Context: an optimization exercise on an open-source flow, tuned for small area, a short achievable clock period and few clock cycles per item. The choices shown serve that exercise and are no tape-out recipe.
In this exercise RTL edits were held to simulation tests only and were not proved equivalent to the original.

== v6 ==
Design rs_codec, start of the top module:
module rs_codec (
    input  wire         clk,
    input  wire         rst,         
    input  wire         req_valid,
    output wire         req_ready,
    input  wire         req_write,   
    input  wire [159:0] req_word,    
    output reg          rsp_valid,
    output reg  [159:0] rsp_word,
    output reg  [1:0]   rsp_nerr,
    output reg          rsp_uncorr
);
    assign req_ready = 1'b1;
    reg         v0, wr0;
    reg [159:0] w0;
    always @(posedge clk) begin
        v0  <= req_valid && !rst;
        wr0 <= req_write;
        w0  <= req_word;
    end
    wire [31:0] t, chk, sp, s;
    rs_encoder  u_enc (.x(w0[159:32]), .t(t), .chk(chk));
    rs_syndrome u_syn (.t(t), .x(w0[31:0]), .s(sp));
    genvar j;
    generate
        for (j = 0; j < 4; j = j + 1) begin : tw
            rs_gf_to_tower u_tw (.a(sp[8*j +: 8]), .t(s[8*j +: 8]));
        end
    endgenerate
    reg         v1, rd1;
    reg [159:0] w1;
    reg [31:0]  s1r;
    always @(posedge clk) begin
        v1  <= v0 && !rst;
        rd1 <= !wr0;
        w1  <= {w0[159:32], wr0 ? chk : w0[31:0]};
        s1r <= s;
    end
    wire [7:0] d, n1, n2;
    rs_keyeq u_key (.s(s1r), .d(d), .n1(n1), .n2(n2));
    wire [3:0] n1_den;
    rs_gf_inv_den u_inv_den (.a(n1), .dl(n1_den));
    reg         v2, rd2, nz2, s0nz2, dz2;
    reg [159:0] w2;
    reg [7:0]   d2, n12, n22, s02, s12;
    reg [3:0]   nden2;
    always @(posedge clk) begin
        v2    <= v1 && !rst;
        rd2   <= rd1;
        nz2   <= (s1r != 32'h0);
        s0nz2 <= (s1r[7:0] != 8'h00);
        dz2   <= (d == 8'h00);
        w2    <= w1;
        d2    <= d;
        n12   <= n1;
        n22   <= n2;
        s02   <= s1r[7:0];
        s12   <= s1r[15:8];
        nden2 <= n1_den;
    end
    wire [19:0] hit;
  ...
Size: ~4300 cells after synthesis, ~940 flip-flops, roughly 330 I/O pins, ~45000 sq um of cells after synthesis.
==> flow/config.mk <==
export PLATFORM = sky130hd
export DESIGN_NAME = rs_codec
export DESIGN_NICKNAME = rs_codec
export VERILOG_FILES = /design/flow/design.v
export SDC_FILE = /design/flow/constraint.sdc
export NUM_CORES = 4
export LEC_CHECK = 0
export ABC_CLOCK_PERIOD_IN_PS = 4500
export CAP_MARGIN = 20
export CORE_MARGIN = 2
export CORE_UTILIZATION = 60
export CTS_CLUSTER_DIAMETER = 100
export CTS_CLUSTER_SIZE = 25
export SLEW_MARGIN = 20
==> flow/constraint.sdc <==
create_clock -name core_clock -period 18.0 [get_ports {clk}]
set_input_delay 3.6000 -clock core_clock [delete_from_list [all_inputs] [get_ports {clk}]]
set_output_delay 3.6000 -clock core_clock [all_outputs]
set_load 0.01 [all_outputs]
standard.sh (not shown) runs the stock make flow with config.mk's settings and CLKGATE_MAP_FILE= SYNTH_SCRIPT=/design/flow/synth_recipe.tcl, a recipe that flattens the netlist after the stock synthesis.
==> flow/flow/run.sh <==
#!/bin/bash
# The standard layout (the standard.sh, with the design's SDC), with three changes to how
# the layout is made:
# - synthesis is the standard flow's script unchanged but for ABC's mapping script (flow/synth_wrap.tcl,
#   flow/abc_map.script);
# - the setup repair of floorplan, CTS and global routing is asked to leave 13.3 ns of slack
#   on the 18 ns clock, so that it shortens the paths to about 4.7 ns;
# - every input and output port still gets a buffer, of the small sky130_fd_sc_hd__buf_1
#   (repair resizes it where timing needs) instead of the default clkdlybuf4s50_1.
set -uo pipefail
here=$(pwd)
orig=$(grep -o 'SYNTH_SCRIPT=[^ ]*' standard.sh | head -1 | cut -d= -f2-)
FLOW_ORIG_SYNTH="$orig" FLOW_ABC_SCRIPT="$here/flow/abc_map.script" \
  bash standard.sh "SYNTH_SCRIPT=$here/flow/synth_wrap.tcl" SETUP_SLACK_MARGIN=13.3 \
  "BUFFER_PORTS_ARGS=-buffer_cell sky130_fd_sc_hd__buf_1" finish > standard.log 2>&1
==> flow/flow/abc_map.script <==
&get -n
&st
&dch
&nf
&put
buffer -c
topo
stime -c
upsize -c
dnsize -c
==> flow/flow/synth_wrap.tcl <==
# The standard flow's synthesis script (the one standard.sh names, in FLOW_ORIG_SYNTH), unchanged, except
# that ABC maps the logic with flow/abc_map.script (one choice-based mapping,
# then buffering and sizing for the ABC_CLOCK_PERIOD_IN_PS target) in place of ORFS's
# abc_speed.script. Registers are mapped before ABC, as in the standard synthesis.
proc abc {args} {
  set i [lsearch -exact $args -script]
  if {$i >= 0} { lset args [expr {$i + 1}] $::env(FLOW_ABC_SCRIPT) }
  yosys abc {*}$args
}
source $::env(FLOW_ORIG_SYNTH)
Testbench counts of v6, summed over its fixed seeds: cycles 6,440, items 6,400.
Here is what was changed in the inputs of v7 compared with v6.
Settings: ABC_CLOCK_PERIOD_IN_PS removed (was 4500); CORE_UTILIZATION changed from 60 to 55.
==> flow/run.sh (new file) <==
#!/bin/bash
# synth_recipe.tcl (not shown) runs the flow's synth.tcl, then flattens the netlist and writes it again
# the make line also repeats each setting of config.mk as NAME=value (left out here)
make -C /OpenROAD-flow-scripts/flow DESIGN_CONFIG=/design/flow/config.mk WORK_HOME=/design/flow/orfs CLKGATE_MAP_FILE= SYNTH_SCRIPT=/design/flow/synth_recipe.tcl finish
removed: flow/flow/run.sh
removed: flow/flow/abc_map.script
removed: flow/flow/synth_wrap.tcl
removed: flow/standard.sh
## What came out
Final routed wire length divided by cell count (higher): v7
Non-clock buffer count (v6 / v7): 1.07
Going from v6 to v7, fraction of area in registers shrinks by 1.4 points.
v7 has post-route core utilization below what v6 had.

---

== alpha ==
rs_codec again, from the RTL that the note above started with.
==> flow/config.mk <==
export PLATFORM = sky130hd
export DESIGN_NAME = rs_codec
export DESIGN_NICKNAME = rs_codec
export VERILOG_FILES = /design/flow/design.v
export SDC_FILE = /design/flow/constraint.sdc
export NUM_CORES = 4
export LEC_CHECK = 0
export ABC_CLOCK_PERIOD_IN_PS = 4500
export CAP_MARGIN = 20
export CORE_MARGIN = 2
export CORE_UTILIZATION = 60
export CTS_CLUSTER_DIAMETER = 100
export CTS_CLUSTER_SIZE = 25
export SLEW_MARGIN = 20
==> flow/constraint.sdc <==
create_clock -name core_clock -period 18.0 [get_ports {clk}]
set_input_delay 3.6000 -clock core_clock [delete_from_list [all_inputs] [get_ports {clk}]]
set_output_delay 3.6000 -clock core_clock [all_outputs]
set_load 0.01 [all_outputs]
==> flow/flow/run.sh <==
#!/bin/bash
# The standard layout (the standard.sh, with the design's SDC), with three changes to how
# the layout is made:
# - synthesis is the standard flow's script unchanged but for ABC's mapping script (flow/synth_wrap.tcl,
#   flow/abc_map.script);
# - the setup repair of floorplan, CTS and global routing is asked to leave 13.45 ns of slack
#   on the 18 ns clock, so that it shortens the paths to about 4.55 ns;
# - every input and output port still gets a buffer, of the small sky130_fd_sc_hd__buf_1
#   (repair resizes it where timing needs) instead of the default clkdlybuf4s50_1.
set -uo pipefail
here=$(pwd)
orig=$(grep -o 'SYNTH_SCRIPT=[^ ]*' standard.sh | head -1 | cut -d= -f2-)
FLOW_ORIG_SYNTH="$orig" FLOW_ABC_SCRIPT="$here/flow/abc_map.script" \
  bash standard.sh "SYNTH_SCRIPT=$here/flow/synth_wrap.tcl" SETUP_SLACK_MARGIN=13.45 \
  "BUFFER_PORTS_ARGS=-buffer_cell sky130_fd_sc_hd__buf_1" finish > standard.log 2>&1
==> flow/flow/abc_map.script <==
&get -n
&st
&dch
&nf -R 1000
&put
buffer -c
topo
stime -c
upsize -c
dnsize -c
==> flow/flow/synth_wrap.tcl <==
# The standard flow's synthesis script (the one standard.sh names, in FLOW_ORIG_SYNTH), unchanged, except
# that ABC maps the logic with flow/abc_map.script (one choice-based mapping with extra area-recovery rounds,
# then buffering and sizing for the ABC_CLOCK_PERIOD_IN_PS target) in place of ORFS's
# abc_speed.script. Registers are mapped before ABC, as in the standard synthesis.
proc abc {args} {
  set i [lsearch -exact $args -script]
  if {$i >= 0} { lset args [expr {$i + 1}] $::env(FLOW_ABC_SCRIPT) }
  yosys abc {*}$args
}
source $::env(FLOW_ORIG_SYNTH)
alpha completed end to end with timing, DRC and antenna clean.
Testbench counts of alpha, summed over its fixed seeds: cycles 6,440, items 6,400.
Edits applied to the flow inputs when going from alpha to beta:
- CORE_UTILIZATION: 60 -> 55
- ABC_CLOCK_PERIOD_IN_PS: 4500 -> unset
==> flow/flow/run.sh <==
#!/bin/bash
set -uo pipefail
bash standard.sh SETUP_SLACK_MARGIN=13.3 "BUFFER_PORTS_ARGS=-buffer_cell sky130_fd_sc_hd__buf_1" finish > standard.log 2>&1
removed: flow/flow/abc_map.script
removed: flow/flow/synth_wrap.tcl
## What came out
- Compared with alpha, beta shows a lower worst setup slack.
- [beta] area growth from synthesis to layout fell 2.3 points relative to alpha
- The standard cells in beta occupy more silicon area than those in alpha do.
- Delta (beta minus alpha): row count grew by 7; clock buffer count went up; antenna diode count increased 1; die width picked up an extra about 6%; upper clock frequency limit decreased by 0.0038 GHz relative to the old numbers.
- The most crowded layer after global routing comes out met2 in one run and met1 in the other, namely in beta and alpha respectively.
- alpha has higher total nets after synthesis than beta.
- Total routed wire length on the met1 layer, beta vs alpha: up by a little under 10%
--- input diff beta..gamma ---
- putting ABC_CLOCK_PERIOD_IN_PS at 4500 where nothing was set
- swapping 55 for 60 in CORE_UTILIZATION
==> flow/flow/run.sh <==
#!/bin/bash
# The standard layout (the standard.sh, with the design's SDC), with three changes to how
# the layout is made:
# - synthesis is the standard flow's script unchanged but for ABC's mapping script (flow/synth_wrap.tcl,
#   flow/abc_map.script);
# - the setup repair of floorplan, CTS and global routing is asked to leave 13.3 ns of slack
#   on the 18 ns clock, so that it shortens the paths to about 4.7 ns;
# - every input and output port still gets a buffer, of the small sky130_fd_sc_hd__buf_1
#   (repair resizes it where timing needs) instead of the default clkdlybuf4s50_1.
set -uo pipefail
here=$(pwd)
orig=$(grep -o 'SYNTH_SCRIPT=[^ ]*' standard.sh | head -1 | cut -d= -f2-)
FLOW_ORIG_SYNTH="$orig" FLOW_ABC_SCRIPT="$here/flow/abc_map.script" \
  bash standard.sh "SYNTH_SCRIPT=$here/flow/synth_wrap.tcl" SETUP_SLACK_MARGIN=13.3 \
  "BUFFER_PORTS_ARGS=-buffer_cell sky130_fd_sc_hd__buf_1" finish > standard.log 2>&1
==> flow/flow/abc_map.script (new file) <==
&get -n
&st
&dch
&nf -R 1000
&put
buffer -c
topo
stime -c
upsize -c
dnsize -c
==> flow/flow/synth_wrap.tcl (new file) <==
# The standard flow's synthesis script (the one standard.sh names, in FLOW_ORIG_SYNTH), unchanged, except
# that ABC maps the logic with flow/abc_map.script (one choice-based mapping with extra area-recovery rounds,
# then buffering and sizing for the ABC_CLOCK_PERIOD_IN_PS target) in place of ORFS's
# abc_speed.script. Registers are mapped before ABC, as in the standard synthesis.
proc abc {args} {
  set i [lsearch -exact $args -script]
  if {$i >= 0} { lset args [expr {$i + 1}] $::env(FLOW_ABC_SCRIPT) }
  yosys abc {*}$args
}
source $::env(FLOW_ORIG_SYNTH)
--- outcome ---
Part of the cycle the worst path needs is higher on beta. [compare] base=beta new=gamma: clock latency at the later pin of the worst-skew pair lower, wire length on met3 fell 2600 um, post-synthesis cell area now sits lower. Timing, DRC, antenna: 0 failures across beta and gamma. [compare] base=beta new=gamma: cell area went down by 0.0012 sq mm; buffer count excluding the clock tree in the final layout went up by 7.9%. gamma reports a higher core utilization than beta does. In gamma, the via density per instance came out about 0.9% below the value in beta.
--- input diff gamma..delta ---
==> flow/flow/abc_map.script <==
&get -n
&st
&dch -f
&nf -p
&put
buffer -c
topo
stime -c
upsize -c
dnsize -c
==> flow/flow/synth_wrap.tcl <==
# The standard flow's synthesis script (the one standard.sh names, in FLOW_ORIG_SYNTH), unchanged, except
# that ABC maps the logic with flow/abc_map.script (one choice-based mapping with area recovery,
# then buffering and sizing for the ABC_CLOCK_PERIOD_IN_PS target) in place of ORFS's
# abc_speed.script. Registers are mapped before ABC, as in the standard synthesis.
proc abc {args} {
  set i [lsearch -exact $args -script]
  if {$i >= 0} { lset args [expr {$i + 1}] $::env(FLOW_ABC_SCRIPT) }
  yosys abc {*}$args
}
source $::env(FLOW_ORIG_SYNTH)
[summary]
- Changes observed in delta relative to gamma: post-route standard cell area excluding fillers rose by 690 sq um; synthesized netlist cell count fell by 52; proportion of layout cells with a drive suffix above 1 fell by 0.69 points.
- gamma → delta: via count down 232, number of nets in the synthesized netlist down about 1.2%.
Edits applied to the flow inputs when going from delta to epsilon:
- ABC_CLOCK_PERIOD_IN_PS removed (was 4500)
==> flow/flow/run.sh <==
#!/bin/bash
set -uo pipefail
bash standard.sh SETUP_SLACK_MARGIN=13.45 "BUFFER_PORTS_ARGS=-buffer_cell sky130_fd_sc_hd__buf_1" finish > standard.log 2>&1
removed: flow/flow/abc_map.script
removed: flow/flow/synth_wrap.tcl
Results
epsilon against delta: cell count closely matched the old numbers; per-cell routed wire length +about 5.6%; area of the core region has increased.
The worst reg2reg path depth in epsilon was lower than what delta gave.

## re-timing with driven ports
How much do the figures lean on ideal ports? The routed layouts below were timed once more, with nothing changed but the port constraints. Step 1 assumes that a clkbuf_16 drives the clock port and a buf_2 every other input. Step 2, shift: input delay + t, output delay - t, t = (earliest + latest rising clock arrival at the registers) / 2. This alone moves slack from input paths to output paths. Three values: ideal, step 1, step 2; two values: the first two.
run	t, ns	setup slack, ns	worst setup path at the end	slew at the worst register clock pin (ns)
v6	0.711	13.240 / 13.173 / 13.384	register to register	0.11 / 0.11
v7	0.716	12.502 / 12.429 / 12.759	register to register	0.10 / 0.10
alpha	0.704	13.243 / 13.175 / 13.531	register to register	0.11 / 0.11
beta	0.719	13.155 / 13.083 / 13.269	register to register	0.10 / 0.10
gamma	0.704	13.239 / 13.170 / 13.381	register to register	0.10 / 0.10
delta	0.690	13.212 / 13.143 / 13.303	register to register	0.11 / 0.11
epsilon	0.704	13.183 / 13.114 / 13.430	register to register	0.10 / 0.10
After both steps setup and hold are still met in every run listed.
